Source: an optimization exercise on an open RTL-to-GDS flow (aim: small area). Production flows keep margins and buffers that such runs may drop. Only simulation tests tie the RTL to the original design; equivalence was not proved. Power and IR drop assume default switching activity.

**config.mk**
```make
export PLATFORM = sky130hd
export DESIGN_NAME = notch_pair
export DESIGN_NICKNAME = notch_pair
export VERILOG_FILES = /design/flow/design.v
export SDC_FILE = /design/flow/constraint.sdc
export NUM_CORES = 4
export LEC_CHECK = 0
export CAP_MARGIN = 20
export CORE_MARGIN = 2
export CORE_UTILIZATION = 40
export SLEW_MARGIN = 20
```
**constraint.sdc**
```tcl
create_clock -name core_clock -period 75.0 [get_ports {clk}]
set_input_delay 15.0000 -clock core_clock [delete_from_list [all_inputs] [get_ports {clk}]]
set_output_delay 15.0000 -clock core_clock [all_outputs]
set_load 0.01 [all_outputs]
```
**design.v**
```verilog
module notch_step (
    input  wire [53:0] base,
    input  wire [3:0]  c,
    input  wire        cl,
    input  wire [39:0] y,
    output wire [55:0] s
);
    wire one0 = c[0] ^ cl;
    wire two0 = (c[1] & ~c[0] & ~cl) | (~c[1] & c[0] & cl);
    wire neg0 = c[1];
    wire one1 = c[2] ^ c[1];
    wire two1 = (c[3] & ~c[2] & ~c[1]) | (~c[3] & c[2] & c[1]);
    wire neg1 = c[3];
    wire [40:0] y1 = {y[39], y};
    wire [40:0] y2 = {y, 1'b0};
    wire [40:0] m0 = ({41{one0}} & y1) | ({41{two0}} & y2);
    wire [40:0] m1 = ({41{one1}} & y1) | ({41{two1}} & y2);
    wire [40:0] r0 = m0 ^ {41{neg0}};
    wire [40:0] r1 = m1 ^ {41{neg1}};
    wire [55:0] a  = {base, neg1, neg0};
    wire [55:0] b0 = {{15{r0[40]}}, r0};
    wire [55:0] b1 = {{13{r1[40]}}, r1, neg1, 1'b0};
    assign s = a + b0 + b1;
endmodule
module notch_pair (
    input  wire        clk,
    input  wire        rst,
    input  wire        cfg_we,
    input  wire        cfg_sel,
    input  wire        cfg_en,
    input  wire [15:0] cfg_b0,
    input  wire [15:0] cfg_b1,
    input  wire [15:0] cfg_b2,
    input  wire [15:0] cfg_a1,
    input  wire [15:0] cfg_a2,
    input  wire        in_valid,
    output wire        in_ready,
    input  wire [15:0] in_x,
    input  wire        in_bad,
    output reg         out_valid,
    output wire [15:0] out_y,
    output wire        out_sat,
    output wire        out_bad
);
    reg  [159:0] ring;
    reg  [1:0]   en;
    reg  [1:0]   steady;
    reg  [15:0]  x1_0, x2_0, x1_1, x2_1;
    reg  [39:0]  y1_0, y2_0, y1_1, y2_1;
    reg          busy;
    reg          nt;         
    reg  [2:0]   t;          
    reg  [1:0]   k;          
    reg  [15:0]  xv;         
    reg          fl;         
    reg          bad;
    reg  [55:0]  acc;
    assign in_ready = ~busy;
    assign out_y    = xv;
    assign out_sat  = fl;
    assign out_bad  = bad;
    wire accept = in_valid & ~busy;
    wire        en_n     = nt ? en[1] : en[0];
    wire        steady_n = nt ? steady[1] : steady[0];
    wire [15:0] x1_n     = nt ? x1_1 : x1_0;
    wire [15:0] x2_n     = nt ? x2_1 : x2_0;
    wire [39:0] y1_n     = nt ? y1_1 : y1_0;
    wire [39:0] y2_n     = nt ? y2_1 : y2_0;
    wire [39:0] xv_a40 = {{9{xv[15]}}, xv, 15'd0};
    reg  [39:0] yop;
    always @(*) begin
        if (steady_n)
            yop = xv_a40;
        else case (t)
            3'd1:    yop = {{9{x1_n[15]}}, x1_n, 15'd0};
            3'd2:    yop = {{9{x2_n[15]}}, x2_n, 15'd0};
            3'd3:    yop = y1_n;
            3'd4:    yop = y2_n;
            default: yop = xv_a40;
        endcase
    end
    wire [41:0] rq  = acc[55:14];
    wire        ovf = ~((rq[41] == rq[40]) && (rq[40] == rq[39]));
    wire [39:0] rc  = ovf ? {rq[41], {39{~rq[41]}}} : rq[39:0];
    wire [39:0] rb  = (t == 3'd0) ? 40'd0 : (t == 3'd3) ? ~rc : rc;
    wire [53:0] base = (k == 2'd0) ? {{14{rb[39]}}, rb} : {acc[51:0], 2'b00};
    wire        cl   = (k == 2'd3) ? 1'b0 : ring[155];
    wire [55:0] nxt;
    notch_step u_step (.base(base), .c(ring[159:156]), .cl(cl), .y(yop), .s(nxt));
    wire [39:0] res  = ~rc;
    wire [40:0] rnd  = {res[39], res} + 41'd16384;
    wire [25:0] q    = rnd[40:15];
    wire        q_hi = ~q[25] & (|q[24:15]);
    wire        q_lo = q[25] & ~(&q[24:15]);
    wire [15:0] yq   = q_hi ? 16'h7fff : q_lo ? 16'h8000 : q[15:0];
    wire [79:0] cfg_all = {cfg_b0, cfg_b1, cfg_b2, cfg_a1, cfg_a2};
    wire [79:0] old_c   = cfg_sel ? ring[79:0] : ring[159:80];
    wire        en_sel  = cfg_sel ? en[1] : en[0];
    wire        cfg_change = (cfg_en & ~en_sel) | (cfg_all != old_c);
    wire computing = busy & (t != 3'd5);
    always @(posedge clk) begin
        if (rst) begin
            ring <= {cfg_all, cfg_all};
        end else if (cfg_we) begin
            if (cfg_sel) ring[79:0]   <= cfg_all;
            else         ring[159:80] <= cfg_all;
        end else if (computing) begin
            ring <= {ring[155:0], ring[159:156]};
        end
        if (computing)
            acc <= nxt;
        if (rst) begin
            en        <= 2'b00;
            steady    <= 2'b11;
            busy      <= 1'b0;
            out_valid <= 1'b0;
        end else begin
            out_valid <= 1'b0;
            if (accept) begin
                xv  <= in_bad ? 16'd0 : in_x;
                fl  <= 1'b0;
                bad <= in_bad;
                nt  <= 1'b0;
                t   <= 3'd0;
                k   <= 2'd0;
                if (in_bad) begin
                    steady    <= 2'b11;
                    out_valid <= 1'b1;
                end else begin
                    busy <= 1'b1;
                end
            end
            if (busy) begin
                if (t == 3'd5) begin
                    if (en_n) begin
                        if (nt) begin
                            y1_1 <= res;
                            y2_1 <= steady_n ? xv_a40 : y1_1;
                            x2_1 <= steady_n ? xv : x1_1;
                            x1_1 <= xv;
                        end else begin
                            y1_0 <= res;
                            y2_0 <= steady_n ? xv_a40 : y1_0;
                            x2_0 <= steady_n ? xv : x1_0;
                            x1_0 <= xv;
                        end
                        steady[nt] <= 1'b0;
                        xv <= yq;
                        fl <= fl | ovf | q_hi | q_lo;
                    end
                    t  <= 3'd0;
                    nt <= 1'b1;
                    if (nt) begin
                        busy      <= 1'b0;
                        out_valid <= 1'b1;
                    end
                end else begin
                    if (t == 3'd4 && k == 2'd0 && en_n)
                        fl <= fl | ovf;
                    k <= k + 2'd1;
                    if (k == 2'd3)
                        t <= t + 3'd1;
                end
            end
            if (cfg_we) begin
                if (cfg_change)
                    steady[cfg_sel] <= 1'b1;
                en[cfg_sel] <= cfg_en;
            end
        end
    end
endmodule
```
**run.sh**
```bash
#!/bin/bash
# synth_recipe.tcl (not shown) runs the flow's synth.tcl, then flattens the netlist and writes it again
# the make line also repeats each setting of config.mk as NAME=value (left out here)
make -C /OpenROAD-flow-scripts/flow DESIGN_CONFIG=/design/flow/config.mk WORK_HOME=/design/flow/orfs CLKGATE_MAP_FILE= SYNTH_SCRIPT=/design/flow/synth_recipe.tcl finish
```
==> run_results.csv <==
group,metric,value,unit
run_status,status,"no timing/DRC/antenna violations",
clocking,holdBufCountCts,0,
detailed_routing,drtIter0Drc,2336,
power,irDropWorstVdd,0.00002485,V
timing,setup_tns,0,ns
synthesis,syn_area_per_cell,10.03,um2
synthesis,ys_warn_count,1,
timing,whs,0.5317,ns
floorplanning,chipHeight,277.7,um
place,place_congestion,0.9582,
synthesis,async_flop_share,0,%
power,p_per_area,43.42,mW/mm2
clocking,cts_buffers,53,
floorplanning,die_w,277.7,um
timing,relSlewSlack,27.43,%
detailed_routing,via_per_inst,5.786,
worst_setup_path,worstSetupStartpointType,"primary input",
clocking,clockBufferDepth,3,
floorplanning,rows,100,
synthesis,ys_seq_area_share,46.89,%
floorplanning,start_util,40.33,%
finish,layout_commonest_cell,"nand2_1",
clocking,cts_setup_buffers,0,
finish,layout_common_cells,"711 x nand2_1, 464 x edfxtp_1, 189 x nor2_1",
synthesis,ys_seq_elements,470,
finish,areaGrowthSynthToFinish,12.82,%
detailed_routing,ant_nets,0,
timing,hold_viol,0,
worst_setup_path,crit_type,"in2reg",
detailed_routing,drc,0,
global_route,grt_pass1_vias,22560,
global_route,antenna_found_initial,0,
detailed_routing,dr.pass1.iters,7,
finish,antenna_cells,0,
detailed_routing,wl_per_cell,21.35,um
global_route,track_usage,21.94,%
power,power_leakage,0.01309,uW
clocking,cts_tree,"built",
timing,slew_violations,0,
synthesis,synth_flop_cell,"edfxtp_1",
global_route,grt_max_degree,99,
finish,stdcell_area,0.03381,mm2
worst_hold_path,hp-class,"reg2reg",
timing,period_share,23.97,%
timing,setup_viol,0,
floorplanning,die-area,0.07714,mm2
worst_setup_path,required,75.49,ns
detailed_routing,wl,86320,um
worst_setup_path,cp-end-kind,"flip-flop",
clocking,clock_latency,0.62,ns
worst_hold_path,hold_depth,2,
synthesis,synth-edff-count,464,
clocking,cts_sinks,470,
worst_setup_path,cp.arrival,18.46,ns
worst_setup_path,crit_fanout,59,
floorplanning,io_pins,123,
detailed_routing,num_vias,23390,
synthesis,syn_inst,2988,
timing,fin_crit,17.97,ns
worst_setup_path,rr_worst_depth,22,
finish,fin_nets,3305,
clocking,clkTransAtPathRegs,0.06,ns
flow_run,drv_cap,0,
place,dpl.hpwl,61390,um
clocking,root_buffer,"clkbuf_16",
synthesis,syn_area,0.02997,mm2
synthesis,syn_nets,3261,
synthesis,ys_types,75,
finish,drive_gt1_share,6.246,%
place,portBuffers,122,
global_route,overflow,0,
clocking,htree_levels,2,
timing,tightest_slew,1.089,ns
global_route,grt_pass1_wl,133300,um
timing,fmax,55.64,MHz
place,dpl_cell_area,0.03215,mm2
clocking,cts_resized,0,
timing,finClkSkew,0.03433,ns
timing,rsz0062_at_grt,"no",
floorplanning,fp.coreArea,0.07432,mm2
==> metrics by stage <==
step	cells	utilization (%)	setup WS, ns	total power [uW]
floorplan	2988	-	46.87	980.9
global placement	3946	43.26	56.39	1188
detailed placement	3946	43.26	56.38	1207
CTS	4043	45.50	57.02	1467
global route	4043	45.50	56.66	1574
finish	4043	45.50	57.03	1468
==> cell families after synthesis <==
group                      synth area share (%)
and+or+nand+nor                           14.92
AOI/OAI and AO/OA                         13.73
DFF                                       46.89
buffers and inverters                     2.955
xor gates and xnor gates                  6.195
muxes                                     6.892
adders and majority gates                 8.424
==> where the power goes <==
part,switching [uW],total [uW],internal (uW)
Combinational,495,812,316
Sequential,31.8,403,371
Clock,110,253,143
Total,637,1470,831
==> synthesized netlist by cell type (7+ instances only) <==
cell       number  area, um2
o22ai_1        68      425.4
and3_1          9      56.30
or3_1           8      50.05
o21ai_1        31      155.2
o21bai_1       15      112.6
a221oi_1       27      236.5
mux2_2         43      484.2
and2_1         34      212.7
nor3_1         20      100.1
a21o_1         30      225.2
buf_1          18      67.56
o311ai_0       10      87.58
xnor2_1        89      779.5
nand4_1        22      137.6
o21a_1         23      172.7
a211oi_1       32      240.2
nor2b_1         7      43.79
a22oi_1        39      292.8
nand2_1       712       2673
ha_1          117       1464
o21ai_0        81      405.4
nand3_1        26      130.1
nand2b_1        9      56.30
xor2_1        123       1077
o221ai_1       15      131.4
fa_1           53       1061
nor4_1         12      75.07
mux2i_1       158       1582
inv_1          54      202.7
a31oi_1        12      75.07
nor2_1        191      716.9
clkbuf_1      154      578.1
edfxtp_1      464      13930
o211ai_1        9      67.56
o31ai_1        11      82.58
o2bb2ai_1      31      271.5
a21oi_1       160      800.8
==> critical path, stage by stage <==
cell and delay (ns):
buf_4 0.40, buf_4 0.89, mux2i_1 0.32, xnor2_1 0.10, nor4_1 0.30, nand4_1 0.13, nor3_1 0.18, nand4_1 0.13
nor4_1 0.46, nand3_1 0.26, nand3_1 0.15, o21ai_0 0.10
==> registers in the layout, indices dropped and copies added, names as in the netlist, named ones only <==
| name | cells |
|---|---|
| acc | 56 |
| bad | 1 |
| busy | 1 |
| fl | 1 |
| k | 2 |
| nt | 1 |
| out_valid | 1 |
| ring | 160 |
| steady | 2 |
| t | 3 |
| x1_0 | 16 |
| x1_1 | 16 |
| x2_0 | 16 |
| x2_1 | 16 |
| xv | 16 |
| y1_0 | 40 |
| y1_1 | 40 |
| y2_0 | 40 |
| y2_1 | 40 |
==> routing by layer <==
metal	part of all wire [%]	up-vias	GRT usage, %
met3	6.6	172	2.939
met2	46	913	35.38
met5	0	-	0
met1	43	11440	29.98
li1	-	10870	-
met4	4.0	0	8.524
==> layout make-up <==
type                            count  area, um2
Clock buffer                       70       1411
Clock inverter                     27      250.2
Fill cell                        6991      40510
Inverter                           54      202.7
Multi-Input combinational cell   2287      15140
Sequential cell                   470      14050
Tap cell                          969       1212
Timing Repair Buffer              166       1549
==> final timing paths <==
check / start / to / slack (ns)
setup / recovery: cfg_sel / steady[1] / 57.03
hold / removal: ring[81] / ring[85] / 0.53
setup reg to reg: nt / acc[54] / 66.70
hold reg to reg: ring[81] / ring[85] / 0.53

## what the ideal ports hide
In the flow no input, the clock included, has a driving cell. The finished layout below was timed again as built, in two steps. Step 1 sets driving cells, clkbuf_16 on the clock port and buf_2 on the other inputs (assumed; they add their load-dependent delay and slew). Step 2 also shifts input and output timing later by t, the mid clock arrival at the registers, as if the neighbouring blocks saw the same clock. Slacks: no drivers / after step 1 / after step 2; pairs: no drivers / after step 1.
shift t [ns]: 0.665
setup slack, ns: 57.026 / 57.054 / 56.388
hold slack, ns: 0.532 / 0.532 / 0.532
worst setup path after step 2: input to register
cell pins on the clock port's net: 1
After both steps setup and hold are still met in this run. The setup slack of this run moves by +0.028 ns with the drivers and by -0.638 ns with both steps.
